From an optimization exercise on the open Yosys and OpenROAD flow, aimed at small area, a short achievable clock period and few clock cycles per item; shortcuts taken in it are not production practice. Where RTL was checked, it was by simulation tests only, not by an equivalence proof against the original.

before:
Design fx_sha256, start of the top module:
module fx_sha256 (
    input  wire         clk,
    input  wire         rst,      
    input  wire         start,    
    input  wire         init,     
    input  wire [511:0] block,    
    output wire         ready,    
    output reg          done,     
    output wire [255:0] digest    
);
For scale: about 6800 cells after synthesis, ~770 I/O pins, about 54000 sq um of cells after synthesis.
clock: 10.0 ns
lec_check: 0
abc_area: 1
cap_margin: 20
core_margin: 2
core_utilization: 40
cts_cluster_diameter: 100
cts_cluster_size: 24
slew_margin: 20
standard.sh (not shown) runs the stock make flow with config.mk's settings and CLKGATE_MAP_FILE= SYNTH_SCRIPT=/design/flow/synth_recipe.tcl, a recipe that flattens the netlist after the stock synthesis.
==> flow/flow/run.sh <==
#!/bin/bash
# Own layout flow: the standard flow (ORFS synthesis through the standard flow's synthesis
# script, floorplan, power grid, placement, CTS, routing) with three changes:
#  - synthesis skips Yosys's quick generic ABC pass before adder extraction
#    (SYNTH_ARGS=-noabc); the final ABC mapping still runs;
#  - port buffers are the smallest buffer instead of a delay cell;
#  - timing repair aims for a setup margin of 6.2 ns.
# The clock period and constraints are the design's.
set -euo pipefail
bash standard.sh "SYNTH_ARGS=-noabc" "SETUP_SLACK_MARGIN=6.2" \
  "BUFFER_PORTS_ARGS=-inputs -outputs -buffer_cell sky130_fd_sc_hd__buf_1" \
  finish > standard_make.log 2>&1
Testbench counts of before, summed over its fixed seeds: cycles 83,224, blocks 1,280.
Setup changes, before to after
--- a/flow/flow/run.sh
+++ b/flow/flow/run.sh
@@ -5,8 +5,8 @@
 #    (SYNTH_ARGS=-noabc); the final ABC mapping still runs;
 #  - port buffers are the smallest buffer instead of a delay cell;
-#  - timing repair aims for a setup margin of 6.2 ns.
+#  - timing repair aims for a setup margin of 6.0 ns.
 # The clock period and constraints are the design's.
 set -euo pipefail
-bash standard.sh "SYNTH_ARGS=-noabc" "SETUP_SLACK_MARGIN=6.2" \
+bash standard.sh "SYNTH_ARGS=-noabc" "SETUP_SLACK_MARGIN=6.0" \
   "BUFFER_PORTS_ARGS=-inputs -outputs -buffer_cell sky130_fd_sc_hd__buf_1" \
   finish > standard_make.log 2>&1
## What came out
after vs before: setup slack down in after
On synthesized area per cell, before and after are basically level.
Taking before as the reference point, the headroom to the max-slew limit of after rises by 2.3 points.
The cell count in after sits about 0.46% below the value recorded for before.

the baseline:
fx_sha256, a different RTL version from the one above (not shown whole).
For scale: ~7300 cells after synthesis, roughly 770 I/O pins, about 55000 um^2 of cells after synthesis.
==> flow/config.mk <==
export PLATFORM = sky130hd
export DESIGN_NAME = fx_sha256
export DESIGN_NICKNAME = fx_sha256
export VERILOG_FILES = /design/flow/design.v
export SDC_FILE = /design/flow/constraint.sdc
export NUM_CORES = 4
export LEC_CHECK = 0
export ABC_AREA = 1
export CAP_MARGIN = 20
export CORE_MARGIN = 2
export CORE_UTILIZATION = 40
export CTS_CLUSTER_DIAMETER = 100
export CTS_CLUSTER_SIZE = 24
export SLEW_MARGIN = 20
==> flow/constraint.sdc <==
create_clock -name core_clock -period 10.0 [get_ports {clk}]
set_input_delay 2.0000 -clock core_clock [delete_from_list [all_inputs] [get_ports {clk}]]
set_output_delay 2.0000 -clock core_clock [all_outputs]
set_load 0.01 [all_outputs]
==> flow/flow/run.sh <==
#!/bin/bash
# Own layout flow: the standard flow (ORFS synthesis through the standard flow's synthesis
# script, floorplan, power grid, placement, CTS, routing) with three changes:
#  - synthesis skips Yosys's quick generic ABC pass before adder extraction
#    (SYNTH_ARGS=-noabc); the final ABC mapping still runs;
#  - port buffers are the smallest buffer instead of a delay cell;
#  - timing repair aims for a setup margin of 5.8 ns.
# The clock period and constraints are the design's.
set -euo pipefail
bash standard.sh "SYNTH_ARGS=-noabc" "SETUP_SLACK_MARGIN=5.8" \
  "BUFFER_PORTS_ARGS=-inputs -outputs -buffer_cell sky130_fd_sc_hd__buf_1" \
  finish > standard_make.log 2>&1
--- input diff the baseline..the candidate ---
diff --git a/flow/flow/run.sh b/flow/flow/run.sh
--- a/flow/flow/run.sh
+++ b/flow/flow/run.sh
@@ -7 +7 @@
-#  - timing repair aims for a setup margin of 5.8 ns.
+#  - timing repair aims for a setup margin of 6.0 ns.
@@ -10 +10 @@
-bash standard.sh "SYNTH_ARGS=-noabc" "SETUP_SLACK_MARGIN=5.8" \
+bash standard.sh "SYNTH_ARGS=-noabc" "SETUP_SLACK_MARGIN=6.0" \
Results
- Of the candidate and the baseline, the run reporting the higher fraction of standard cell area that is sequential was the baseline.
- Of the candidate and the baseline, the higher global routing usage summed across all routing layers belongs to the candidate.
- On routed wire length on met3: the candidate sits above the baseline.
- When the candidate is set beside the baseline, its minimum clock period after layout turns out to be 100 ps smaller.
No functional check of the RTL was part of any run of this note.

[re-timing with driven ports]
In the flow no input, the clock included, has a driving cell. The finished layouts below were timed again as built, in two steps.
Step 1, drivers: a clkbuf_16 drives clk and a buf_2 each remaining input, both assumed.
Step 2 adds t to the input delays and takes it off the output delays; t is the mean of the earliest and latest rising clock arrival at the registers after step 1. Input paths then give back, and output paths get back, about the clock's delay inside the block.
Three values: ideal, step 1, step 2; two values: the first two.
run	t, ns	setup WS [ns]	latest minus earliest clock arrival (ns)	worst data-port slew with drivers (ns)
before	0.795	6.082 / 5.996 / 5.419	0.051 / 0.051	0.15
after	0.796	6.008 / 5.969 / 5.272	0.046 / 0.046	0.14
the baseline	0.808	5.864 / 5.776 / 5.887	0.038 / 0.038	0.19
the candidate	0.807	5.964 / 5.964 / 5.964	0.039 / 0.040	0.19
After both steps every run listed still meets setup and hold. For after, which loses most, drivers alone change the setup slack by -0.039 ns; drivers and shift together by -0.736 ns.
